This design comes from an exercise in tuning for small area, a short achievable clock period and few clock cycles per item on the open sky130 flow, not from production work.
RTL that was checked went through simulation tests only; none was proved equivalent to the original.
For runs 1 and 2, only the layout was checked, not whether the RTL still works.

==> flow/design.v <==
module lg_enc (
    input  wire        clk,
    input  wire        rst,           
    input  wire        cmd_valid,
    output wire        cmd_ready,
    input  wire [2:0]  cmd_ec,        
    input  wire        cmd_lossless,  
    input  wire        cmd_trg,
    input  wire        cmd_ev,
    input  wire [4:0]  cmd_pos,
    input  wire        cmd_load,      
    input  wire [11:0] cmd_pred1,
    input  wire [11:0] cmd_pred2,
    input  wire        smp_valid,
    output wire        smp_ready,
    input  wire [11:0] smp_data,
    output reg         out_valid,
    input  wire        out_ready,
    output reg  [31:0] out_data,
    output reg  [5:0]  out_len,
    output reg         out_last
);
    integer i;
    function [2:0] t5;
        input [3:0] x;
        begin
            case (x)
                4'd0: t5 = 3'd0;
                4'd1: t5 = 3'd1;
                4'd2: t5 = 3'd2;
                4'd3: t5 = 3'd3;
                4'd4: t5 = 3'd4;
                4'd5: t5 = 3'd0;
                4'd6: t5 = 3'd1;
                4'd7: t5 = 3'd2;
                4'd8: t5 = 3'd3;
                4'd9: t5 = 3'd4;
                4'd10: t5 = 3'd0;
                4'd11: t5 = 3'd1;
                4'd12: t5 = 3'd2;
                4'd13: t5 = 3'd3;
                4'd14: t5 = 3'd4;
                4'd15: t5 = 3'd0;
            endcase
        end
    endfunction
    function [3:0] t9;
        input [5:0] x;
        begin
            case (x)
                6'd0: t9 = 4'd0;
                6'd1: t9 = 4'd1;
                6'd2: t9 = 4'd2;
                6'd3: t9 = 4'd3;
                6'd4: t9 = 4'd4;
                6'd5: t9 = 4'd5;
                6'd6: t9 = 4'd6;
                6'd7: t9 = 4'd7;
                6'd8: t9 = 4'd8;
                6'd9: t9 = 4'd0;
                6'd10: t9 = 4'd1;
                6'd11: t9 = 4'd2;
                6'd12: t9 = 4'd3;
                6'd13: t9 = 4'd4;
                6'd14: t9 = 4'd5;
                6'd15: t9 = 4'd6;
                6'd16: t9 = 4'd7;
                6'd17: t9 = 4'd8;
                6'd18: t9 = 4'd0;
                6'd19: t9 = 4'd1;
                6'd20: t9 = 4'd2;
                6'd21: t9 = 4'd3;
                6'd22: t9 = 4'd4;
                6'd23: t9 = 4'd5;
                6'd24: t9 = 4'd6;
                6'd25: t9 = 4'd7;
                6'd26: t9 = 4'd8;
                6'd27: t9 = 4'd0;
                6'd28: t9 = 4'd1;
                6'd29: t9 = 4'd2;
                6'd30: t9 = 4'd3;
                6'd31: t9 = 4'd4;
                6'd32: t9 = 4'd5;
                6'd33: t9 = 4'd6;
                6'd34: t9 = 4'd7;
                6'd35: t9 = 4'd8;
                6'd36: t9 = 4'd0;
                6'd37: t9 = 4'd1;
                6'd38: t9 = 4'd2;
                6'd39: t9 = 4'd3;
                6'd40: t9 = 4'd4;
                6'd41: t9 = 4'd5;
                6'd42: t9 = 4'd6;
                6'd43: t9 = 4'd7;
                6'd44: t9 = 4'd8;
                6'd45: t9 = 4'd0;
                6'd46: t9 = 4'd1;
                6'd47: t9 = 4'd2;
                6'd48: t9 = 4'd3;
                6'd49: t9 = 4'd4;
                6'd50: t9 = 4'd5;
                6'd51: t9 = 4'd6;
                6'd52: t9 = 4'd7;
                6'd53: t9 = 4'd8;
                6'd54: t9 = 4'd0;
                6'd55: t9 = 4'd1;
                6'd56: t9 = 4'd2;
                6'd57: t9 = 4'd3;
                6'd58: t9 = 4'd4;
                6'd59: t9 = 4'd5;
                6'd60: t9 = 4'd6;
                6'd61: t9 = 4'd7;
                6'd62: t9 = 4'd8;
                6'd63: t9 = 4'd0;
            endcase
        end
    endfunction
    function [4:0] t17;
        input [7:0] x;
        begin
            case (x)
                8'd0: t17 = 5'd0;
                8'd1: t17 = 5'd1;
                8'd2: t17 = 5'd2;
                8'd3: t17 = 5'd3;
                8'd4: t17 = 5'd4;
                8'd5: t17 = 5'd5;
                8'd6: t17 = 5'd6;
                8'd7: t17 = 5'd7;
                8'd8: t17 = 5'd8;
                8'd9: t17 = 5'd9;
                8'd10: t17 = 5'd10;
                8'd11: t17 = 5'd11;
                8'd12: t17 = 5'd12;
                8'd13: t17 = 5'd13;
                8'd14: t17 = 5'd14;
                8'd15: t17 = 5'd15;
                8'd16: t17 = 5'd16;
                8'd17: t17 = 5'd0;
                8'd18: t17 = 5'd1;
                8'd19: t17 = 5'd2;
                8'd20: t17 = 5'd3;
                8'd21: t17 = 5'd4;
                8'd22: t17 = 5'd5;
                8'd23: t17 = 5'd6;
                8'd24: t17 = 5'd7;
                8'd25: t17 = 5'd8;
                8'd26: t17 = 5'd9;
                8'd27: t17 = 5'd10;
                8'd28: t17 = 5'd11;
                8'd29: t17 = 5'd12;
                8'd30: t17 = 5'd13;
                8'd31: t17 = 5'd14;
                8'd32: t17 = 5'd15;
                8'd33: t17 = 5'd16;
                8'd34: t17 = 5'd0;
                8'd35: t17 = 5'd1;
                8'd36: t17 = 5'd2;
                8'd37: t17 = 5'd3;
                8'd38: t17 = 5'd4;
                8'd39: t17 = 5'd5;
                8'd40: t17 = 5'd6;
                8'd41: t17 = 5'd7;
                8'd42: t17 = 5'd8;
                8'd43: t17 = 5'd9;
                8'd44: t17 = 5'd10;
                8'd45: t17 = 5'd11;
                8'd46: t17 = 5'd12;
                8'd47: t17 = 5'd13;
                8'd48: t17 = 5'd14;
                8'd49: t17 = 5'd15;
                8'd50: t17 = 5'd16;
                8'd51: t17 = 5'd0;
                8'd52: t17 = 5'd1;
                8'd53: t17 = 5'd2;
                8'd54: t17 = 5'd3;
                8'd55: t17 = 5'd4;
                8'd56: t17 = 5'd5;
                8'd57: t17 = 5'd6;
                8'd58: t17 = 5'd7;
                8'd59: t17 = 5'd8;
                8'd60: t17 = 5'd9;
                8'd61: t17 = 5'd10;
                8'd62: t17 = 5'd11;
                8'd63: t17 = 5'd12;
                8'd64: t17 = 5'd13;
                8'd65: t17 = 5'd14;
                8'd66: t17 = 5'd15;
                8'd67: t17 = 5'd16;
                8'd68: t17 = 5'd0;
                8'd69: t17 = 5'd1;
                8'd70: t17 = 5'd2;
                8'd71: t17 = 5'd3;
                8'd72: t17 = 5'd4;
                8'd73: t17 = 5'd5;
                8'd74: t17 = 5'd6;
                8'd75: t17 = 5'd7;
                8'd76: t17 = 5'd8;
                8'd77: t17 = 5'd9;
                8'd78: t17 = 5'd10;
                8'd79: t17 = 5'd11;
                8'd80: t17 = 5'd12;
                8'd81: t17 = 5'd13;
                8'd82: t17 = 5'd14;
                8'd83: t17 = 5'd15;
                8'd84: t17 = 5'd16;
                8'd85: t17 = 5'd0;
                8'd86: t17 = 5'd1;
                8'd87: t17 = 5'd2;
                8'd88: t17 = 5'd3;
                8'd89: t17 = 5'd4;
                8'd90: t17 = 5'd5;
                8'd91: t17 = 5'd6;
                8'd92: t17 = 5'd7;
                8'd93: t17 = 5'd8;
                8'd94: t17 = 5'd9;
                8'd95: t17 = 5'd10;
                8'd96: t17 = 5'd11;
                8'd97: t17 = 5'd12;
                8'd98: t17 = 5'd13;
                8'd99: t17 = 5'd14;
                8'd100: t17 = 5'd15;
                8'd101: t17 = 5'd16;
                8'd102: t17 = 5'd0;
                8'd103: t17 = 5'd1;
                8'd104: t17 = 5'd2;
                8'd105: t17 = 5'd3;
                8'd106: t17 = 5'd4;
                8'd107: t17 = 5'd5;
                8'd108: t17 = 5'd6;
                8'd109: t17 = 5'd7;
                8'd110: t17 = 5'd8;
                8'd111: t17 = 5'd9;
                8'd112: t17 = 5'd10;
                8'd113: t17 = 5'd11;
                8'd114: t17 = 5'd12;
                8'd115: t17 = 5'd13;
                8'd116: t17 = 5'd14;
                8'd117: t17 = 5'd15;
                8'd118: t17 = 5'd16;
                8'd119: t17 = 5'd0;
                8'd120: t17 = 5'd1;
                8'd121: t17 = 5'd2;
                8'd122: t17 = 5'd3;
                8'd123: t17 = 5'd4;
                8'd124: t17 = 5'd5;
                8'd125: t17 = 5'd6;
                8'd126: t17 = 5'd7;
                8'd127: t17 = 5'd8;
                8'd128: t17 = 5'd9;
                8'd129: t17 = 5'd10;
                8'd130: t17 = 5'd11;
                8'd131: t17 = 5'd12;
                8'd132: t17 = 5'd13;
                8'd133: t17 = 5'd14;
                8'd134: t17 = 5'd15;
                8'd135: t17 = 5'd16;
                8'd136: t17 = 5'd0;
                8'd137: t17 = 5'd1;
                8'd138: t17 = 5'd2;
                8'd139: t17 = 5'd3;
                8'd140: t17 = 5'd4;
                8'd141: t17 = 5'd5;
                8'd142: t17 = 5'd6;
                8'd143: t17 = 5'd7;
                8'd144: t17 = 5'd8;
                8'd145: t17 = 5'd9;
                8'd146: t17 = 5'd10;
                8'd147: t17 = 5'd11;
                8'd148: t17 = 5'd12;
                8'd149: t17 = 5'd13;
                8'd150: t17 = 5'd14;
                8'd151: t17 = 5'd15;
                8'd152: t17 = 5'd16;
                8'd153: t17 = 5'd0;
                8'd154: t17 = 5'd1;
                8'd155: t17 = 5'd2;
                8'd156: t17 = 5'd3;
                8'd157: t17 = 5'd4;
                8'd158: t17 = 5'd5;
                8'd159: t17 = 5'd6;
                8'd160: t17 = 5'd7;
                8'd161: t17 = 5'd8;
                8'd162: t17 = 5'd9;
                8'd163: t17 = 5'd10;
                8'd164: t17 = 5'd11;
                8'd165: t17 = 5'd12;
                8'd166: t17 = 5'd13;
                8'd167: t17 = 5'd14;
                8'd168: t17 = 5'd15;
                8'd169: t17 = 5'd16;
                8'd170: t17 = 5'd0;
                8'd171: t17 = 5'd1;
                8'd172: t17 = 5'd2;
                8'd173: t17 = 5'd3;
                8'd174: t17 = 5'd4;
                8'd175: t17 = 5'd5;
                8'd176: t17 = 5'd6;
                8'd177: t17 = 5'd7;
                8'd178: t17 = 5'd8;
                8'd179: t17 = 5'd9;
                8'd180: t17 = 5'd10;
                8'd181: t17 = 5'd11;
                8'd182: t17 = 5'd12;
                8'd183: t17 = 5'd13;
                8'd184: t17 = 5'd14;
                8'd185: t17 = 5'd15;
                8'd186: t17 = 5'd16;
                8'd187: t17 = 5'd0;
                8'd188: t17 = 5'd1;
                8'd189: t17 = 5'd2;
                8'd190: t17 = 5'd3;
                8'd191: t17 = 5'd4;
                8'd192: t17 = 5'd5;
                8'd193: t17 = 5'd6;
                8'd194: t17 = 5'd7;
                8'd195: t17 = 5'd8;
                8'd196: t17 = 5'd9;
                8'd197: t17 = 5'd10;
                8'd198: t17 = 5'd11;
                8'd199: t17 = 5'd12;
                8'd200: t17 = 5'd13;
                8'd201: t17 = 5'd14;
                8'd202: t17 = 5'd15;
                8'd203: t17 = 5'd16;
                8'd204: t17 = 5'd0;
                8'd205: t17 = 5'd1;
                8'd206: t17 = 5'd2;
                8'd207: t17 = 5'd3;
                8'd208: t17 = 5'd4;
                8'd209: t17 = 5'd5;
                8'd210: t17 = 5'd6;
                8'd211: t17 = 5'd7;
                8'd212: t17 = 5'd8;
                8'd213: t17 = 5'd9;
                8'd214: t17 = 5'd10;
                8'd215: t17 = 5'd11;
                8'd216: t17 = 5'd12;
                8'd217: t17 = 5'd13;
                8'd218: t17 = 5'd14;
                8'd219: t17 = 5'd15;
                8'd220: t17 = 5'd16;
                8'd221: t17 = 5'd0;
                8'd222: t17 = 5'd1;
                8'd223: t17 = 5'd2;
                8'd224: t17 = 5'd3;
                8'd225: t17 = 5'd4;
                8'd226: t17 = 5'd5;
                8'd227: t17 = 5'd6;
                8'd228: t17 = 5'd7;
                8'd229: t17 = 5'd8;
                8'd230: t17 = 5'd9;
                8'd231: t17 = 5'd10;
                8'd232: t17 = 5'd11;
                8'd233: t17 = 5'd12;
                8'd234: t17 = 5'd13;
                8'd235: t17 = 5'd14;
                8'd236: t17 = 5'd15;
                8'd237: t17 = 5'd16;
                8'd238: t17 = 5'd0;
                8'd239: t17 = 5'd1;
                8'd240: t17 = 5'd2;
                8'd241: t17 = 5'd3;
                8'd242: t17 = 5'd4;
                8'd243: t17 = 5'd5;
                8'd244: t17 = 5'd6;
                8'd245: t17 = 5'd7;
                8'd246: t17 = 5'd8;
                8'd247: t17 = 5'd9;
                8'd248: t17 = 5'd10;
                8'd249: t17 = 5'd11;
                8'd250: t17 = 5'd12;
                8'd251: t17 = 5'd13;
                8'd252: t17 = 5'd14;
                8'd253: t17 = 5'd15;
                8'd254: t17 = 5'd16;
                8'd255: t17 = 5'd0;
            endcase
        end
    endfunction
    function [4:0] addm;
        input [4:0] y, z;
        input [4:0] m;
        reg   [5:0] t;
        begin
            t = {1'b0, y} + {1'b0, z};
            addm = (t >= {1'b0, m}) ? (t[4:0] - m) : t[4:0];
        end
    endfunction
    function [1:0] add3;
        input [1:0] x, y;
        reg   [2:0] t;
        begin
            t = x + y;
            add3 = (t >= 3'd6) ? 2'd0 : ((t >= 3'd3) ? t[1:0] - 2'd3 : t[1:0]);
        end
    endfunction
    function [4:0] mod12;
        input [11:0] t;
        input [2:0]  a;
        reg   [1:0]  m3;
        reg   [4:0]  m5, m9, m17;
        begin
            m3  = add3(add3(add3(t[1:0], t[3:2]), add3(t[5:4], t[7:6])), add3(t[9:8], t[11:10]));
            m5  = addm(addm({2'd0, t5(t[3:0])}, {2'd0, t5(t[7:4])}, 5'd5), {2'd0, t5(t[11:8])}, 5'd5);
            m9  = addm({1'b0, t9(t[5:0])}, {1'b0, t9(t[11:6])}, 5'd9);
            m17 = addm(t17(t[7:0]), {1'b0, t[11:8]}, 5'd17);
            case (a)
                3'd1:    mod12 = {3'd0, m3};
                3'd2:    mod12 = m5;
                3'd3:    mod12 = m9;
                3'd4:    mod12 = m17;
                default: mod12 = 5'd0;
            endcase
        end
    endfunction
    function [4:0] subm;
        input [4:0] y, z, s;
        reg   [5:0] d;
        begin
            d = {1'b0, y} - {1'b0, z};
            subm = d[5] ? (d[4:0] + s) : d[4:0];
        end
    endfunction
    function [4:0] dblsub;
        input [4:0] y, z, s;
        reg   [6:0] d;
        begin
            d = {1'b0, y, 1'b0} - {2'b0, z};
            dblsub = d[6] ? (d[4:0] + s) : ((d[5:0] >= {1'b0, s}) ? (d[4:0] - s) : d[4:0]);
        end
    endfunction
    function [4:0] centre;
        input [4:0] w, s;
        input [3:0] e;
        begin
            centre = (w <= {1'b0, e}) ? w : (w - s);
        end
    endfunction
    reg         c_v;
    reg  [2:0]  c_a;        
    reg  [9:0]  c_hdr;      
    reg         c_load;
    reg  [11:0] c_p1, c_p2;
    assign cmd_ready = !c_v;
    reg  [4:0]  j_in;       
    reg  [2:0]  ai;         
    reg         rdy;        
    reg  [1:0]  fcnt;       
    reg  [11:0] f0_x, f1_x;
    reg  [2:0]  f0_a, f1_a;
    reg         f0_first, f1_first;
    reg         s1_v;
    reg  [1:0]  s1_ph;      
    reg  [11:0] s1_x;
    reg  [4:0]  s1_rx;      
    reg  [9:0]  h_l;        
    reg  [9:0]  h_o;        
    reg         s2_v;
    reg  [12:0] s2_q;       
    reg  [2:0]  s2_a;
    reg         s3_v;
    reg  [12:0] s3_y;       
    reg  [2:0]  s3_a;
    reg         s4_v;
    reg  [12:0] s4_u;
    reg  [4:0]  j_w;        
    reg         a_valid;    
    reg  [4:0]  rd_f;       
    wire adv4  = !a_valid || (j_w < rd_f);
    wire wr    = s4_v && adv4;
    wire go3   = !s4_v || adv4;
    wire adv3  = s3_v && go3;
    wire go2   = !s3_v || go3;
    wire adv2  = s2_v && go2;
    wire go1   = !s2_v || go2;
    wire prep1 = s1_v && s1_ph[1];
    wire prep2 = s1_v && s1_ph[0];
    wire adv1  = s1_v && (s1_ph == 2'd0) && go1;
    wire free1 = !s1_v || adv1;
    wire pop   = (fcnt != 2'd0) && free1;
    assign smp_ready = rdy;
    wire push  = smp_valid && rdy;
    reg  [11:0] x1, x2;
    reg  [2:0]  el;         
    reg  [3:0]  e_l;        
    wire [4:0]  s_l   = {e_l, 1'b1};                  
    wire [4:0]  c4095 = {1'b0, {4{e_l[3]}}};          
    reg  [4:0]  rho1;
    reg  [4:0]  rhop;
    wire [11:0] x1e = c_load ? c_p1 : x1;
    wire [11:0] x2e = c_load ? c_p2 : x2;
    wire [13:0] pp;
    ks_add #(14) u_pp (.a({1'b0, x1, 1'b0}), .b(~{2'b0, x2}), .ci(1'b1), .s(pp), .co());
    wire        p_neg = pp[13];
    wire        p_big = !pp[13] && pp[12];
    wire [11:0] mod_in = prep1 ? x1e : (prep2 ? pp[11:0] : f0_x);
    wire [2:0]  mod_a  = prep1 ? c_a : (prep2 ? el : f0_a);
    wire [4:0]  mod_o  = mod12(mod_in, mod_a);
    wire [4:0]  sg_0 = centre(subm(5'd0,  s1_rx, s_l), s_l, e_l);
    wire [4:0]  sg_c = centre(subm(c4095, s1_rx, s_l), s_l, e_l);
    wire [4:0]  sg_p = centre(subm(rhop,  s1_rx, s_l), s_l, e_l);
    wire [4:0]  sg   = p_neg ? sg_0 : (p_big ? sg_c : sg_p);
    wire [13:0] xu;
    ks_add #(14) u_xu (.a({2'b0, s1_x}), .b({{9{sg[4]}}, sg}), .ci(1'b0), .s(xu), .co());
    wire        xu_neg = xu[13];
    wire        xu_big = !xu[13] && xu[12];
    wire [11:0] xr     = xu_neg ? 12'd0 : (xu_big ? 12'd4095 : xu[11:0]);
    wire [4:0]  rn_0 = dblsub(5'd0,  rho1, s_l);
    wire [4:0]  rn_c = dblsub(c4095, rho1, s_l);
    wire [4:0]  rn_p = dblsub(rhop,  rho1, s_l);
    wire        r1_0 = xu_neg || (!xu_big && p_neg);
    wire        r1_c = !xu_neg && (xu_big || (!p_neg && p_big));
    wire [4:0]  rho1_n = r1_0 ? 5'd0 : (r1_c ? c4095 : rhop);
    wire [4:0]  rhop_n = r1_0 ? rn_0 : (r1_c ? rn_c : rn_p);
    wire [12:0] xmp  = p_neg ? {1'b0, s1_x} : (p_big ? ({1'b0, s1_x} - 13'd4095) : ({1'b0, s1_x} - {1'b0, pp[11:0]}));
    wire [12:0] v    = xmp + {{8{sg[4]}}, sg};
    wire [12:0] y0 = s2_q - (s2_q << s2_a);
    wire [12:0] y1 = y0 + (y0 << {s2_a, 1'b0});
    wire [12:0] y2 = s3_y + ((s3_a == 3'd4) ? 13'd0 : (s3_y << {s3_a, 2'b0}));
    wire [12:0] y3 = y2 + ((s3_a == 3'd1) ? (y2 << 8) : 13'd0);
    wire [12:0] q  = (s3_a == 3'd0) ? s3_y : y3;
    wire [12:0] u  = {q[11:0], 1'b0} ^ {13{q[12]}};
    reg  [12:0] mem [0:31];
    reg  [5:0]  rc  [0:12];     
    function [5:0] rc_add;
        input [5:0] base;
        input [5:0] b;
        input       ci;
        input       ovf;
        reg   [6:0] c;
        reg   [5:0] sm;
        integer k;
        begin
            c[0] = ci;
            for (k = 0; k < 6; k = k + 1) begin
                sm[k]  = base[k] ^ b[k] ^ c[k];
                c[k+1] = (base[k] & b[k]) | (base[k] & c[k]) | (b[k] & c[k]);
            end
            rc_add = (ovf || c[6]) ? 6'd63 : sm;
        end
    endfunction
    wire [18:0] ux = {6'd0, s4_u};
    reg  [5:0]  rc_n [0:12];
    always @* begin
        for (i = 0; i < 12; i = i + 1)
            rc_n[i] = rc_add((j_w == 5'd0) ? 6'd0 : rc[i], ux[i+1 +: 6], s4_u[i], (ux >> (i + 7)) != 19'd0);
        rc_n[12] = ((j_w == 5'd0) ? 6'd0 : rc[12]) + {5'd0, s4_u[12]};
    end
    reg  [3:0]  k_c;
    reg  [5:0]  sl [0:11];
    always @* begin
        k_c = 4'd12;
        for (i = 11; i >= 0; i = i - 1)
            if (!rc[i][5] || rc[i][4:0] == 5'd0)
                k_c = i[3:0];
        for (i = 0; i < 12; i = i + 1)
            sl[i] = (!rc[i][5] || rc[i][4:0] == 5'd0) ? rc[i] : 6'd0;
    end
    wire [8:0] lsum = {3'd0, rc[12]} + sl[0] + sl[1] + sl[2] + sl[3] + sl[4] + sl[5]
                    + sl[6] + sl[7] + sl[8] + sl[9] + sl[10] + sl[11];
    wire [3:0] nk   = 4'd12 - k_c;
    wire       raw_c = lsum > {nk, 5'd0};
    reg         k_valid;
    reg  [3:0]  k_r;
    reg         raw_r;
    wire [3:0]  k_u   = k_valid ? k_r : k_c;
    wire        raw_u = k_valid ? raw_r : raw_c;
    reg         hdr_pend;    
    reg         cur_v;
    reg  [12:0] cur_ones;    
    reg         cur_fits;    
    reg  [5:0]  cur_len;     
    reg  [12:0] cur_dat;     
    reg         cur_raw;
    reg         cur_last;
    reg  [3:0]  cur_k;
    wire [12:0] uf      = mem[rd_f];
    wire [24:0] rot     = {12'd0, uf} << (4'd12 - k_u);
    wire [12:0] ones_f  = rot[24:12];
    wire [13:0] tail_f  = {1'b0, ones_f} + {10'd0, k_u} + 14'd1;
    wire [12:0] raw13   = uf[0] ? ~{1'b0, uf[12:1]} : {1'b0, uf[12:1]};
    wire [15:0] header  = {raw_u ? 4'd14 : k_u, h_o[9:7], h_o[6], h_o[5], 2'b00, h_o[4:0]};
    wire can_emit = !out_valid || out_ready;
    wire send_hdr = can_emit && !cur_v && hdr_pend && a_valid;
    wire consume  = can_emit && cur_v && cur_fits;
    wire f_go     = a_valid && (cur_v ? (cur_fits && !hdr_pend) : 1'b1);
    wire f_st     = a_valid && !cur_v && !hdr_pend;
    wire fetch    = can_emit ? f_go : f_st;
    wire signed [33:0] yv = {2'b10, cur_dat[12:1], 20'd0};
    wire [33:0] ysh     = yv >>> cur_ones[4:0];
    wire [5:0]  lng_len = (cur_ones >= 13'd32) ? 6'd32 : cur_ones[5:0];
    wire [12:0] ones_l  = cur_ones - {7'd0, lng_len};
    wire [13:0] tail_l  = {1'b0, ones_l} + {10'd0, cur_k} + 14'd1;
    reg  [31:0] b_data;
    reg  [5:0]  b_len;
    always @* begin
        if (!cur_v) begin
            b_data = {header, 16'd0};
            b_len  = 6'd16;
        end else if (cur_fits) begin
            b_data = cur_raw ? {cur_dat, 19'd0} : ysh[32:1];
            b_len  = cur_len;
        end else begin
            b_data = 32'hFFFF_FFFF;
            b_len  = lng_len;
        end
    end
    always @(posedge clk) begin
        if (wr)
            mem[j_w] <= s4_u;
        if (wr)
            for (i = 0; i < 13; i = i + 1)
                rc[i] <= rc_n[i];
        if (!c_v) begin
            c_a    <= (cmd_lossless || cmd_ec > 3'd4) ? 3'd0 : cmd_ec;
            c_hdr  <= {cmd_lossless ? 3'd0 : cmd_ec, cmd_trg, cmd_ev,
                       (cmd_trg | cmd_ev) ? cmd_pos : 5'd0};
            c_load <= cmd_load;
            c_p1   <= cmd_pred1;
            c_p2   <= cmd_pred2;
        end
        if (j_in == 5'd0)
            ai <= c_a;
        if (fcnt == 2'd0 || (fcnt == 2'd1 && pop)) begin
            f0_x     <= smp_data;
            f0_a     <= (j_in == 5'd0) ? c_a : ai;
            f0_first <= (j_in == 5'd0);
        end else if (pop) begin
            f0_x     <= f1_x;
            f0_a     <= f1_a;
            f0_first <= f1_first;
        end
        if (rdy) begin
            f1_x     <= smp_data;
            f1_a     <= (j_in == 5'd0) ? c_a : ai;
            f1_first <= (j_in == 5'd0);
        end
        if (pop) begin
            s1_x  <= f0_x;
            s1_rx <= mod_o;
        end
        if (prep1)
            h_l <= c_hdr;
        if (j_in == 5'd31)
            h_o <= h_l;
        if (adv1) begin
            s2_q <= v;
            s2_a <= el;
        end
        if (adv2) begin
            s3_y <= (s2_a == 3'd0) ? s2_q : y1;
            s3_a <= s2_a;
        end
        if (adv3)
            s4_u <= u;
        if (k_valid == 1'b0) begin
            k_r   <= k_c;
            raw_r <= raw_c;
        end
        if (can_emit) begin
            out_data <= b_data;
            out_len  <= b_len;
            out_last <= cur_v && cur_fits && cur_last;
        end
        if (fetch) begin
            cur_ones <= ones_f;
            cur_fits <= raw_u || (tail_f <= 14'd32);
            cur_len  <= raw_u ? 6'd13 : tail_f[5:0];
            cur_dat  <= raw_u ? raw13 : {rot[11:0], 1'b0};
            cur_raw  <= raw_u;
            cur_last <= (rd_f == 5'd31);
            cur_k    <= k_u;
        end else if (can_emit && cur_v && !cur_fits) begin
            cur_ones <= ones_l;
            cur_fits <= tail_l <= 14'd32;
            cur_len  <= tail_l[5:0];
        end
        if (rst) begin
            c_v       <= 1'b0;
            j_in      <= 5'd0;
            rdy       <= 1'b0;
            fcnt      <= 2'd0;
            s1_v      <= 1'b0;
            s1_ph     <= 2'd0;
            s2_v      <= 1'b0;
            s3_v      <= 1'b0;
            s4_v      <= 1'b0;
            j_w       <= 5'd0;
            x1        <= 12'd2048;
            x2        <= 12'd2048;
            el        <= 3'd0;
            e_l       <= 4'd0;
            rho1      <= 5'd0;
            rhop      <= 5'd0;
            a_valid   <= 1'b0;
            rd_f      <= 5'd0;
            k_valid   <= 1'b0;
            hdr_pend  <= 1'b0;
            cur_v     <= 1'b0;
            out_valid <= 1'b0;
        end else begin
            if (!c_v)
                c_v <= cmd_valid;
            else if (prep1)
                c_v <= 1'b0;
            j_in <= j_in + {4'd0, push};
            fcnt <= fcnt + {1'b0, push} - {1'b0, pop};
            rdy  <= (fcnt + {1'b0, rdy} - {1'b0, pop} < 2'd2) &&
                    ((c_v && !prep1) || (j_in != 5'd0 && j_in != 5'd31));
            if (pop) begin
                s1_v  <= 1'b1;
                s1_ph <= {f0_first, 1'b0};
            end else if (adv1) begin
                s1_v  <= 1'b0;
            end
            if (prep1) begin
                s1_ph <= 2'd1;
                el    <= c_a;
                e_l   <= (c_a == 3'd0) ? 4'd0 : (4'd1 << (c_a - 3'd1));
                x1    <= x1e;
                x2    <= x2e;
                rho1  <= mod_o;
            end
            if (prep2) begin
                s1_ph <= 2'd0;
                rhop  <= mod_o;
            end
            if (adv1) begin
                x2   <= x1;
                x1   <= xr;
                rho1 <= rho1_n;
                rhop <= rhop_n;
            end
            if (adv1)
                s2_v <= 1'b1;
            else if (adv2)
                s2_v <= 1'b0;
            if (adv2)
                s3_v <= 1'b1;
            else if (adv3)
                s3_v <= 1'b0;
            if (adv3)
                s4_v <= 1'b1;
            else if (wr)
                s4_v <= 1'b0;
            if (wr) begin
                j_w <= j_w + 5'd1;
                if (j_w == 5'd31) begin
                    a_valid  <= 1'b1;
                    rd_f     <= 5'd0;
                    k_valid  <= 1'b0;
                    hdr_pend <= 1'b1;
                end
            end
            if (a_valid)
                k_valid <= 1'b1;
            if (send_hdr)
                hdr_pend <= 1'b0;
            if (fetch) begin
                rd_f <= rd_f + 5'd1;
                if (rd_f == 5'd31)
                    a_valid <= 1'b0;
            end
            if (fetch)
                cur_v <= 1'b1;
            else if (consume)
                cur_v <= 1'b0;
            if (can_emit)
                out_valid <= cur_v || (hdr_pend && a_valid);
        end
    end
endmodule
module ks_add #(parameter W = 8) (
    input  wire [W-1:0] a,
    input  wire [W-1:0] b,
    input  wire         ci,
    output wire [W-1:0] s,
    output wire         co
);
    reg [W-1:0] g, p, gn, pn, c;
    integer i, d;
    always @* begin
        g = a & b;
        p = a ^ b;
        g[0] = g[0] | (p[0] & ci);
        for (d = 1; d < W; d = d * 2) begin
            gn = g;
            pn = p;
            for (i = d; i < W; i = i + 1) begin
                gn[i] = g[i] | (p[i] & g[i-d]);
                pn[i] = p[i] & p[i-d];
            end
            g = gn;
            p = pn;
        end
        c = {g[W-2:0], ci};
    end
    assign s  = a ^ b ^ c;
    assign co = g[W-1];
endmodule
==> flow/run.sh <==
#!/bin/bash
# synth_recipe.tcl (not shown) runs the flow's synth.tcl, then flattens the netlist and writes it again
# the make line also repeats each setting of config.mk as NAME=value (left out here)
make -C /OpenROAD-flow-scripts/flow DESIGN_CONFIG=/design/flow/config.mk WORK_HOME=/design/flow/orfs CLKGATE_MAP_FILE= SYNTH_SCRIPT=/design/flow/synth_recipe.tcl finish
==> flow/config.mk <==
export PLATFORM = sky130hd
export DESIGN_NAME = lg_enc
export DESIGN_NICKNAME = lg_enc
export VERILOG_FILES = /design/flow/design.v
export SDC_FILE = /design/flow/constraint.sdc
export NUM_CORES = 4
export LEC_CHECK = 0
export CAP_MARGIN = 20
export CORE_MARGIN = 2
export CORE_UTILIZATION = 50
export CTS_BUF_LIST = sky130_fd_sc_hd__clkbuf_8
export CTS_CLUSTER_DIAMETER = 60
export CTS_CLUSTER_SIZE = 20
export SLEW_MARGIN = 20
==> flow/constraint.sdc <==
create_clock -name core_clock -period 35.0 [get_ports {clk}]
set_input_delay 7.0000 -clock core_clock [delete_from_list [all_inputs] [get_ports {clk}]]
set_output_delay 7.0000 -clock core_clock [all_outputs]
set_load 0.01 [all_outputs]
==> run summary, run 1 <==
* First-pass GRT wire length at between 150,000 and 200,000 um
* Placed Instances at between 5,000 and 6,000
* Final TNS setup at 0 ns
* Final wirelength at roughly 130,000 um
* Count of max-cap constraint violations at 0
* Mapped Area at roughly 0.050 mm2
* Vias at around 35,000
* Commonest cells in the netlist: 724 x edfxtp_1, 383 x nor2_1, 323 x nand2_1
* FF+latch count, synth at slightly above 800
* Non-Filler Instances at about 6,000
* Crit path capture: smp_ready
* Worst path top cell family by delay: flip-flops
* Final min period at about 9.3 ns
* Fmax at 107 MHz
* TritonCTS Buffers at 73
* R2r endpoint: rhop[1]$_SDFFE_PP0P_
* Num rows at between 100 and 150
* Port Buffers at 94
* Worst path cell trace: clkdlybuf4s50_1
* Clk root buf: clkbuf_8
* Syn Area/Cell at 11.1 um2
* Worst Max-Slew Pin Slew at approximately 1.2 ns
* Layout cells sized above 1 at 9.52%
* Crit end category: output port
* Worst skew pair latency at 0.79 ns
* Number of synthesized flops with an enable pin at approximately 720
* Drt drc at 0
* Final core occ at roughly 55%
* Synth top area cells: edfxtp_1 43%, ha_1 7.1%, fa_1 5.8%
* Final setup violation count at 0
* Vias in the first global route at 33,900
* Setup CP Type: register to output port
* Tot GR Track Use at approximately a quarter
* Fin. Hold Viols at 0
* Fillers at ~8,800
* Crit-path slowest cell: dfxtp_1
* Area Growth Syn to Fin at 8.30%
* Synth async-reset ratio at 0%
* Post-synth top area cell: edfxtp_1
* Crit path launch: rdy$_SDFF_PP0_
* Synth cell types at 93
* Starting density of the core at around half
* Worst R2R Path Depth at 33
* Resized Gates After CTS at 0
* Worst rel slew slack at between 20% and 30%
* Critical Path AT at between 2 and 2.5 ns
* Post-route ant nets at 0
* Layout Skew at between 0.09 and 0.1 ns
* Max Root-Sink Buffers at 3
* Top FF cell, synth: edfxtp_1
* Placer congestion estimate at roughly 0.87
* CTS tree: built
* Most common cell in the netlist: edfxtp_1
* Final HPWL from detailed placement at 87,900 um
* Ys Warns at 5
* Final period utilization at 26.6%
* DR pass1 iterations at 5
* Unrepaired setup endpoints after global routing: false
* CTS Hold Buffers Added at 0
* Syn nets at approximately 5,000
* HP Class: register to register
* Die Y at ~320 um
* Seq/Total Area, Yosys at 46.4%
* Top cell type's share of synthesized area at a little over two fifths
* Clock-pin transition on the worst setup and hold timing paths at 0.12 ns
* Num Clock Sinks at 808
* # IOs at between 90 and 100
* Critical Path RT at about 28 ns
* GRT overflow at 0
* Largest net degree at the start of global routing at 76
* Outcome: timing/DRC/antenna clean
* Worst Path Max Fanout at 19
* Startpoint Class: register
* Worst path depth at 1
* Core box area at approximately 0.10 mm2
* Post-Synthesis Cells at around 4,600
* DR iter-0 viols at between 2,000 and 3,000
* Count of pins over their slew limit at 0
* Post-CTS Setup Bufs at 0
* Die W at between 300 and 400 um
* Buffer and inverter count on the worst path at 1
* Die Area at 0.104 mm2
* Reg2reg start: e_l[3]$_SDFFE_PP0P_
* Drt wl/cell at approximately 21 um
* Antenna violations before repair at 5
* R2r setup slk at between 20 and 30 ns
* Vias per cell at 5.86
* CP max stage delay at around 0.87 ns
* Depth of the CTS H-tree at 3
* Final #Nets at slightly above 5,000
-- how the worst min path moves through the flow --
stage                           startpoint          endpoint  slack, ns  cells after the start
floorplan           c_hdr[0]$_SDFFCE_PN0N_  h_l[0]$_DFFE_PP_       0.40                      0
global placement    c_hdr[2]$_SDFFCE_PN0N_  h_l[2]$_DFFE_PP_       0.40                      0
detailed placement        h_l[4]$_DFFE_PP_  h_o[4]$_DFFE_PN_       0.41                      0
CTS                       h_l[9]$_DFFE_PP_  h_o[9]$_DFFE_PN_       0.34                      0
global route              h_l[9]$_DFFE_PP_  h_o[9]$_DFFE_PN_       0.36                      0
finish                    h_l[9]$_DFFE_PP_  h_o[9]$_DFFE_PN_       0.35                      0
-- flip-flops by register name, indices dropped and copies added (netlist names), 12 cells and up, named ones only --
name      count
c_p2         12
f1_x         12
f0_x         12
out_data     32
c_p1         12
rc           78
x2           12
mem         416
cur_dat      13
s2_q         13
cur_ones     13
s4_u         13
x1           12
s1_x         12
s3_y         13
-- cell type report --
cell class                 count  area [um2]  area share, %
multi-input combinational   3288       25400           46.4
sequential                   808       23400           42.8
timing repair buffer         185        1630           2.99
tap                         1298        1620           2.97
clock buffer                  73        1000           1.84
inverter                     262         983           1.80
clock inverter                58         652           1.19
antenna                        2        5.00        0.00915
-- metal layers --
| metal | track usage (%) | vias to the layer above | routed length, um |
|---|---|---|---|
| met4 | 6.92 | 0 | 3460 |
| met2 | 41.1 | 795 | 60800 |
| met5 | 0 | - | 0 |
| met3 | 2.55 | 172 | 5240 |
| li1 | - | 16800 | - |
| met1 | 33.2 | 17200 | 55900 |
-- metrics by stage --
step / area [um2] / hold slack (ns) / setup slack, ns
floorplan: 50500 / 0.400 / 25.24
global placement: 53000 / 0.402 / 25.49
detailed placement: 53000 / 0.406 / 25.49
CTS: 54600 / 0.345 / 25.59
global route: 54700 / 0.362 / 25.30
finish: 54700 / 0.351 / 25.69
-- kinds of logic after synthesis --
logic type	count (synthesis)	share of synthesized area (%)
DFF	808	46.4
xor gates and xnor gates	196	3.40
muxes	299	7.75
buffers and inverters	470	3.61
other	1	0.00743
and+or+nand+nor	1298	12.5
adders and majority gates	432	12.9
AOI/OAI and AO/OA	1062	13.4
-- cells in the final DEF (no fill, tap or decap), drive strengths merged, types with 36 or more instances in the layout --
master	synthesis	final
mux2i	176	176
xor2	75	75
inv	256	286
nor3	61	61
ha	285	285
o21ai	249	249
clkbuf	147	73
nand3	73	73
nor2b	68	68
buf	61	92
nand2	323	323
a21o	49	49
or2	43	43
and2	93	93
xnor2	121	121
edfxtp	724	724
clkdlybuf4s50	0	93
a22oi	52	52
a31oi	42	42
o211ai	36	36
a211oi	58	58
nor2	383	383
o21a	50	50
nand2b	103	103
mux2	55	55
fa	147	147
a21oi	296	296
dfxtp	84	84
mux4	68	68
==> run 2: changes to the inputs <==
==> flow/flow/run.sh (new file) <==
#!/bin/bash
# The standard layout, with the port buffers made of sky130_fd_sc_hd__buf_4
# instead of the default pick (a delay buffer). make's full output goes to
# flow_make.log; ORFS keeps each step's log under orfs/logs.
set -euo pipefail
export BUFFER_PORTS_ARGS="-buffer_cell sky130_fd_sc_hd__buf_4"
bash standard.sh > flow_make.log 2>&1
==> flow/standard.sh (new file) <==
#!/bin/bash
# synth_recipe.tcl (not shown) runs the flow's synth.tcl, then flattens the netlist and writes it again
# the make line also repeats each setting of config.mk as NAME=value (left out here)
make -C /OpenROAD-flow-scripts/flow DESIGN_CONFIG=/design/flow/config.mk WORK_HOME=/design/flow/orfs CLKGATE_MAP_FILE= SYNTH_SCRIPT=/design/flow/synth_recipe.tcl "${@:-finish}"
==> flow/config.mk (replaced) <==
export PLATFORM = sky130hd
export DESIGN_NAME = lg_enc
export DESIGN_NICKNAME = lg_enc
export VERILOG_FILES = /design/flow/design.v
export SDC_FILE = /design/flow/constraint.sdc
export NUM_CORES = 4
export LEC_CHECK = 0
export CAP_MARGIN = 20
export CORE_MARGIN = 2
export CORE_UTILIZATION = 40
export SLEW_MARGIN = 20
removed: flow/run.sh
==> run summary, run 2 <==
* Layout Skew at 0.0394 ns (-0.0569 ns)
* Final setup violation count at 0 (unchanged)
* Final #Nets at 5,122 (+0.37%)
* Num Clock Sinks at 808 (unchanged)
* Critical Path RT at 35.59 ns (+7.59 ns)
* DR iter-0 viols at 2,798 (+1.7%)
* DR pass1 iterations at 5 (unchanged)
* HP Class: register to register
* Fmax at 114 MHz (+6.0%)
* Post-CTS Setup Bufs at 0 (unchanged)
* Vias per cell at 5.51 (-5.9%)
* Syn nets at 5,051 (unchanged)
* First-pass GRT wire length at 199,000 um (+1.3%)
* Synth async-reset ratio at 0% (unchanged)
* Worst Hold Margin at 0.414 ns (+0.0627 ns)
* Tot GR Track Use at 19.3% (-4.9 points)
* Setup CP Type: register to register
* # IOs at 95 (unchanged)
* Core box area at 0.125 mm2 (+25%)
* Critical Path AT at 9.38 ns (+7.07 ns)
* Area Growth Syn to Fin at 11.1%
* Num rows at 130 (+12%)
* Fin. Hold Viols at 0 (unchanged)
* Post-synth top area cell: edfxtp_1
* Synth cell types at 93 (unchanged)
* Leading cell type in the layout, fill and taps excluded: edfxtp_1
* CP max stage delay at 0.58 ns (-0.29 ns)
* Final wirelength at 126,000 um (+0.43%)
* Worst Max-Slew Pin Slew at 1.06 ns (-0.0998 ns)
* Count of pins over their slew limit at 0 (unchanged)
* Unrepaired setup endpoints after global routing: false
* Outcome: timing/DRC/antenna clean
* Max Root-Sink Buffers at 3 (unchanged)
* Count of max-cap constraint violations at 0 (unchanged)
* Vias in the first global route at 34,200 (+1.1%)
* Commonest cells in the netlist: 724 x edfxtp_1, 383 x nor2_1, 323 x nand2_1
* Synth top area cells: edfxtp_1 43%, ha_1 7.1%, fa_1 5.8%
* Worst skew pair latency at 0.70 ns (-0.09 ns)
* Buffer and inverter count on the worst path at 5 (+4)
* FF+latch count, synth at 808 (unchanged)
* Final min period at 8.79 ns (-0.525 ns)
* Drt wl/cell at 19.8 um (-5.7%)
* Final period utilization at 25.1% (-1.5 points)
* Worst path top cell family by delay: compound AO/OA/AOI/OAI gates
* Worst rel slew slack at 28.1% (+6.5 points)
* Crit end category: register
* Layout cells sized above 1 at 11.4% (+1.8 points)
* Placer congestion estimate at 0.860 (-0.66%)
* Number of synthesized flops with an enable pin at 724 (unchanged)
* Largest registers: mem: 416 flops, rc: 78 flops, out_data: 32 flops
* Syn Area/Cell at 11.1 um2 (unchanged)
* Antenna violations before repair at 0 (-5)
* Vias at 35,100 (+0.20%)
* Clock-pin transition on the worst setup and hold timing paths at 0.06 ns (-0.06 ns)
* Cell mode on critical path: a21oi_1
* Diodes inserted at 0 (-2)
* Die Area at 0.129 mm2 (+25%)
* Port Buffers at 94 (unchanged)
* Top cell type's share of synthesized area at 43.1% (unchanged)
* Depth of the CTS H-tree at 3 (unchanged)
* Crit-path slowest cell: clkinv_1
* Seq/Total Area, Yosys at 46.4% (unchanged)
* TritonCTS Buffers at 89 (+22%)
* Post-Synthesis Cells at 4,566 (unchanged)
* Most common cell in the netlist: edfxtp_1
* Top FF cell, synth: edfxtp_1
* Worst Path Max Fanout at 15 (-4)
* GRT overflow at 0 (unchanged)
* Die Y at 359 um (+12%)
* Die W at 359 um (+12%)
* Fillers at 11,700 (+33%)
* Top reg by flops: mem
* Starting density of the core at 40.3% (-10 points)
* Final core occ at 44.7% (-9.9 points)
* CTS Hold Buffers Added at 0 (unchanged)
* Post-route ant nets at 0 (unchanged)
* Clk root buf: clkbuf_16
* Drt drc at 0 (unchanged)
* Final TNS setup at 0 ns (unchanged)
* Largest register FFs at 416 (unchanged)
* Resized Gates After CTS at 0 (unchanged)
* Largest net degree at the start of global routing at 76 (unchanged)
* Startpoint Class: register
* Most frequent cells in the layout: 724 x edfxtp_1, 379 x nor2_1, 322 x nand2_1
* Mapped Area at 0.0505 mm2 (unchanged)
* Final HPWL from detailed placement at 89,000 um (+1.2%)
* Ys Warns at 5 (unchanged)
* CTS tree: built
## run 2: path summary, 6_finish.rpt
check | cells past startpoint | startpoint | slack (ns) | end
worst max register to register | 34 | e_l[3]$_SDFFE_PP0P_ | 26.21 | rhop[4]$_SDFFE_PP0P_
worst min register to register | 0 | c_hdr[5]$_DFFE_PN_ | 0.41 | h_l[5]$_DFFE_PP_
worst min-delay path | 0 | c_hdr[5]$_DFFE_PN_ | 0.41 | h_l[5]$_DFFE_PP_
worst max-delay path | 34 | e_l[3]$_SDFFE_PP0P_ | 26.21 | rhop[4]$_SDFFE_PP0P_
## run 2: layout make-up
class	count	area, um2	share of cell area [%]
tap	1650	2060	3.68
clock inverter	55	522	0.930
timing repair buffer	188	1430	2.54
clock buffer	110	2340	4.17
multi-input combinational	3288	25300	45.2
inverter	262	983	1.75
sequential	808	23400	41.8
## run 2: cells by family after synthesis
logic type | count (synthesis) | share of synthesized area [%]
buffers and inverters | 470 | 3.61
and+or+nand+nor | 1298 | 12.5
other | 1 | 0.00743
AOI/OAI and AO/OA | 1062 | 13.4
muxes | 299 | 7.75
adders and majority gates | 432 | 12.9
xor gates and xnor gates | 196 | 3.40
DFF | 808 | 46.4
## run 2: layer usage
layer | vias to the layer above | track usage [%] | routed length (um)
li1 | 16900 | - | -
met1 | 17200 | 26.7 | 57800
met2 | 791 | 31.9 | 59500
met3 | 156 | 2.40 | 5320
met4 | 0 | 5.58 | 3230
met5 | - | 0 | 0
## run 2: through the flow
| stage | instance area (um2) | std cells | setup slack [ns] |
|---|---|---|---|
| after CTS | 56100 | 6359 | 26.16 |
| after global routing | 56100 | 6361 | 25.61 |
| final | 56100 | 6361 | 26.21 |
| after global placement | 53200 | 6194 | 25.61 |
| after floorplan | 50500 | 4566 | 25.24 |
| after detailed placement | 53200 | 6194 | 25.61 |
==> run 3: changes to the inputs <==
--- a/flow/design.v
+++ b/flow/design.v
@@ -481,11 +481,12 @@
     wire pop   = (fcnt != 2'd0) && free1;
     assign smp_ready = rdy;
     wire push  = smp_valid && rdy;
+    wire acc31 = push && (j_in == 5'd31);
     reg  [11:0] x1, x2;
     reg  [2:0]  el;         
     reg  [3:0]  e_l;        
-    wire [4:0]  s_l   = {e_l, 1'b1};                  
-    wire [4:0]  c4095 = {1'b0, {4{e_l[3]}}};          
+    reg  [4:0]  s_l;        
+    reg  [4:0]  c4095;      
     reg  [4:0]  rho1;
     reg  [4:0]  rhop;
     wire [11:0] x1e = c_load ? c_p1 : x1;
@@ -584,9 +585,7 @@
     wire can_emit = !out_valid || out_ready;
     wire send_hdr = can_emit && !cur_v && hdr_pend && a_valid;
     wire consume  = can_emit && cur_v && cur_fits;
-    wire f_go     = a_valid && (cur_v ? (cur_fits && !hdr_pend) : 1'b1);
-    wire f_st     = a_valid && !cur_v && !hdr_pend;
-    wire fetch    = can_emit ? f_go : f_st;
+    wire fetch    = a_valid && (!hdr_pend || send_hdr) && (!cur_v || consume);
     wire signed [33:0] yv = {2'b10, cur_dat[12:1], 20'd0};
     wire [33:0] ysh     = yv >>> cur_ones[4:0];
     wire [5:0]  lng_len = (cur_ones >= 13'd32) ? 6'd32 : cur_ones[5:0];
@@ -622,7 +621,7 @@
         end
         if (j_in == 5'd0)
             ai <= c_a;
-        if (fcnt == 2'd0 || (fcnt == 2'd1 && pop)) begin
+        if (push && (fcnt == 2'd0 || (fcnt == 2'd1 && pop))) begin
             f0_x     <= smp_data;
             f0_a     <= (j_in == 5'd0) ? c_a : ai;
             f0_first <= (j_in == 5'd0);
@@ -631,7 +630,7 @@
             f0_a     <= f1_a;
             f0_first <= f1_first;
         end
-        if (rdy) begin
+        if (push) begin
             f1_x     <= smp_data;
             f1_a     <= (j_in == 5'd0) ? c_a : ai;
             f1_first <= (j_in == 5'd0);
@@ -642,7 +641,7 @@
         end
         if (prep1)
             h_l <= c_hdr;
-        if (j_in == 5'd31)
+        if (acc31)
             h_o <= h_l;
         if (adv1) begin
             s2_q <= v;
@@ -691,6 +690,8 @@
             x2        <= 12'd2048;
             el        <= 3'd0;
             e_l       <= 4'd0;
+            s_l       <= 5'd1;
+            c4095     <= 5'd0;
             rho1      <= 5'd0;
             rhop      <= 5'd0;
             a_valid   <= 1'b0;
@@ -706,8 +707,8 @@
                 c_v <= 1'b0;
             j_in <= j_in + {4'd0, push};
             fcnt <= fcnt + {1'b0, push} - {1'b0, pop};
-            rdy  <= (fcnt + {1'b0, rdy} - {1'b0, pop} < 2'd2) &&
-                    ((c_v && !prep1) || (j_in != 5'd0 && j_in != 5'd31));
+            rdy  <= (fcnt + {1'b0, push} - {1'b0, pop} != 2'd2) &&
+                    ((c_v ? !prep1 : cmd_valid) || (j_in + {4'd0, push} != 5'd0));
             if (pop) begin
                 s1_v  <= 1'b1;
                 s1_ph <= {f0_first, 1'b0};
@@ -718,6 +719,8 @@
                 s1_ph <= 2'd1;
                 el    <= c_a;
                 e_l   <= (c_a == 3'd0) ? 4'd0 : (4'd1 << (c_a - 3'd1));
+                s_l   <= (c_a == 3'd0) ? 5'd1 : ((5'd1 << c_a) + 5'd1);
+                c4095 <= (c_a == 3'd4) ? 5'd15 : 5'd0;
                 x1    <= x1e;
                 x2    <= x2e;
                 rho1  <= mod_o;
==> flow/run.sh (new file) <==
#!/bin/bash
# synth_recipe.tcl (not shown) runs the flow's synth.tcl, then flattens the netlist and writes it again
# the make line also repeats each setting of config.mk as NAME=value (left out here)
make -C /OpenROAD-flow-scripts/flow DESIGN_CONFIG=/design/flow/config.mk WORK_HOME=/design/flow/orfs CLKGATE_MAP_FILE= SYNTH_SCRIPT=/design/flow/synth_recipe.tcl finish
removed: flow/flow/run.sh
removed: flow/standard.sh
==> run summary, run 3 <==
* Area Growth Syn to Fin at 12.0%
* Top reg by flops: mem
* Crit end category: register
* Worst R2R Path Depth at 31 (-8.8%)
* Die Area at 0.129 mm2 (-0.29%)
* Fin. Hold Viols at 0 (unchanged)
* HP Class: register to register
* Largest registers: mem: 416 flops, rc: 78 flops, out_data: 32 flops
* Startpoint Class: primary input
* Count of pins over their slew limit at 0 (unchanged)
* Num rows at 130 (unchanged)
* Drt drc at 0 (unchanged)
* Syn nets at 5,003 (-0.95%)
* Number of synthesized flops with an enable pin at 724 (unchanged)
* Commonest cells in the netlist: 724 x edfxtp_1, 388 x nor2_1, 358 x nand2_1
* Placer congestion estimate at 0.870 (+1.2%)
* Post-Synthesis Cells at 4,517 (-1.1%)
* Core box area at 0.125 mm2 (-0.13%)
* Worst rel slew slack at 27.6% (-0.46 points)
* Starting density of the core at 40.2% (-0.066 points)
* Ys Warns at 5 (unchanged)
* Most frequent cells in the layout: 724 x edfxtp_1, 380 x nor2_1, 357 x nand2_1
* Setup CP Type: primary input to register
* DR pass1 iterations at 7 (+2)
* Worst Path Max Fanout at 17 (+2)
* Count of max-cap constraint violations at 0 (unchanged)
* R2r setup slk at 26.55 ns (+0.34 ns)
* Resized Gates After CTS at 0 (unchanged)
* Hold depth at 0 (unchanged)
* Final HPWL from detailed placement at 90,300 um (+1.5%)
* Post-synth top area cell: edfxtp_1
* Vias in the first global route at 33,800 (-1.4%)
* CP max stage delay at 0.63 ns (+0.05 ns)
* Worst path cell trace: clkdlybuf4s50_1 -> nand2_1 -> inv_1 -> ha_1 -> ha_1 -> xor2_1 -> nor3_1 -> a311oi_1
* Leading cell type in the layout, fill and taps excluded: edfxtp_1
* Tot GR Track Use at 19.5% (+0.14 points)
* Outcome: timing/DRC/antenna clean
* Cell mode on critical path: ha_1
* Crit-path slowest cell: inv_1
* Die Y at 359 um (-0.14%)
* Largest net degree at the start of global routing at 79 (+3.9%)
* Synth async-reset ratio at 0% (unchanged)
* R2r endpoint: rhop[2]$_SDFFE_PP0P_
* Layout cells sized above 1 at 9.68% (-1.7 points)
* CTS tree: built
* Largest register FFs at 416 (unchanged)
* Layout Skew at 0.0524 ns (+0.0130 ns)
* Worst Max-Slew Pin Slew at 1.09 ns (+0.0219 ns)
* Fmax at 112 MHz (-1.3%)
* Post-CTS Setup Bufs at 0 (unchanged)
* CTS Hold Buffers Added at 0 (unchanged)
* Final #Nets at 5,075 (-0.92%)
* Unrepaired setup endpoints after global routing: false
* Seq/Total Area, Yosys at 46.7% (+0.30 points)
* Post-route ant nets at 0 (unchanged)
* Final TNS setup at 0 ns (unchanged)
* FF+latch count, synth at 812 (+0.50%)
* Synth cell types at 102 (+9.7%)
* Reg2reg start: s1_v$_SDFFE_PP0P_
* Vias per cell at 5.49 (-0.40%)
* Final wirelength at 126,000 um (+0.35%)
* Antenna violations before repair at 1 (+1)
* Drt wl/cell at 20.0 um (+1.1%)
* Diodes inserted at 0 (unchanged)
* GRT overflow at 0 (unchanged)
* Final min period at 8.90 ns (+0.113 ns)
* First-pass GRT wire length at 196,000 um (-1.3%)
* Worst Hold Launch: c_hdr[1]$_SDFFCE_PN0N_
* # IOs at 95 (unchanged)
* Most common cell in the netlist: edfxtp_1
* Critical Path RT at 35.58 ns (about the same)
* Port Buffers at 94 (unchanged)
* Worst Hold Path EP: h_l[1]$_DFFE_PP_
* Clk root buf: clkbuf_16
* Final setup violation count at 0 (unchanged)
* Top cell type's share of synthesized area at 43.2% (+0.13 points)
* Critical Path AT at 9.47 ns (+0.09 ns)
* Depth of the CTS H-tree at 3 (unchanged)
* Num Clock Sinks at 812 (+0.50%)
* Worst skew pair latency at 0.69 ns (about the same)
* DR iter-0 viols at 2,889 (+3.3%)
* TritonCTS Buffers at 88 (-1.1%)
* Worst Hold Margin at 0.416 ns (+0.00139 ns)
* Final core occ at 45.0% (+0.28 points)
* Mapped Area at 0.0503 mm2 (-0.29%)
* Final period utilization at 25.4% (+0.32 points)
* Syn Area/Cell at 11.1 um2 (+0.79%)
* Synth top area cells: edfxtp_1 43%, ha_1 6.9%, fa_1 6.1%
* Clock-pin transition on the worst setup and hold timing paths at 0.06 ns (about the same)
* Die W at 359 um (-0.14%)
* Top FF cell, synth: edfxtp_1
* Max Root-Sink Buffers at 3 (unchanged)
* Vias at 34,600 (-1.2%)
[run 3: metrics by stage]
step	std cells	cell area [um2]	setup WS, ns
final	6311	56400	26.10
after global routing	6311	56400	25.53
after CTS	6310	56400	26.09
after detailed placement	6148	53300	25.38
after global placement	6148	53300	25.46
after floorplan	4517	50300	25.07
[run 3: area by class of cell]
type	count	area, um2
clock buffer	116	2350
clock inverter	46	697
fill	11500	68900
inverter	257	970
multi-input combinational	3248	25200
sequential	812	23500
tap	1650	2060
timing repair buffer	182	1620
[run 3: logic make-up (layout without fill, tap and decap cells)]
logic type	count (synthesis)	in the layout	share of synthesized area [%]
xor gates and xnor gates	208	208	3.62
other	1	1	0.00745
AOI/OAI and AO/OA	1000	1000	12.6
DFF	812	812	46.7
buffers and inverters	457	601	3.54
muxes	274	274	7.79
adders and majority gates	433	433	13.1
and+or+nand+nor	1332	1332	12.7
[run 3: critical path: cells and delay by family]
| family | cells | cell delay (ns) |
|---|---|---|
| xor gates and xnor gates | 1 | 0.20 |
| buffers and inverters | 2 | 1.15 |
| AOI/OAI and AO/OA | 1 | 0.25 |
| adders and majority gates | 2 | 0.53 |
| and+or+nand+nor | 2 | 0.33 |
[run 3: worst max-delay path by stage]
stage,startpoint,to,slack [ns],cells past startpoint
after CTS,smp_valid,f0_a[0]$_DFFE_PP_,26.09,4
after global routing,s1_rx[1]$_DFFE_PP_,rhop[1]$_SDFFE_PP0P_,25.53,33
after global placement,smp_valid,f0_x[5]$_DFFE_PP_,25.46,4
final,smp_valid,rdy$_SDFF_PP0_,26.10,8
after floorplan,out_ready,cur_len[4]$_DFFE_PP_,25.07,9
after detailed placement,smp_valid,f0_x[3]$_DFFE_PP_,25.38,4
[run 3: routing by layer]
metal	track usage [%]	share of wire, %
met5	0	0.010
met4	5.42	2.6
met3	2.18	4.3
met2	33.4	49
met1	26.1	44
Testbench counts of run 3, summed over its fixed seeds: cycles 11,223, blocks 320.

-- what the ideal ports hide --
Ports are ideal in the flow. The routed layouts listed here were re-timed in OpenROAD.
Step 1, drivers: a clkbuf_16 drives clk and a buf_2 each remaining input, both assumed.
Step 2 times the ports against the registers' clock, not the clock port: input delays grow and output delays shrink by t, the midpoint of the rising clock arrivals with the driver on.
a / b / c = ideal / step 1 / step 2; a / b = the first two.
run	t, ns	slack for setup (ns)	clock arrival spread, ns	pins driven straight from the clock port
run 1	0.813	25.689 / 25.622 / 25.480	0.105 / 0.106	1
run 2	0.748	26.214 / 26.155 / 25.592	0.047 / 0.047	1
run 3	0.733	26.101 / 26.147 / 25.414	0.056 / 0.056	1
After both steps every run listed still meets setup and hold. For run 3, which loses most, drivers alone change the setup slack by +0.046 ns; drivers and shift together by -0.687 ns.
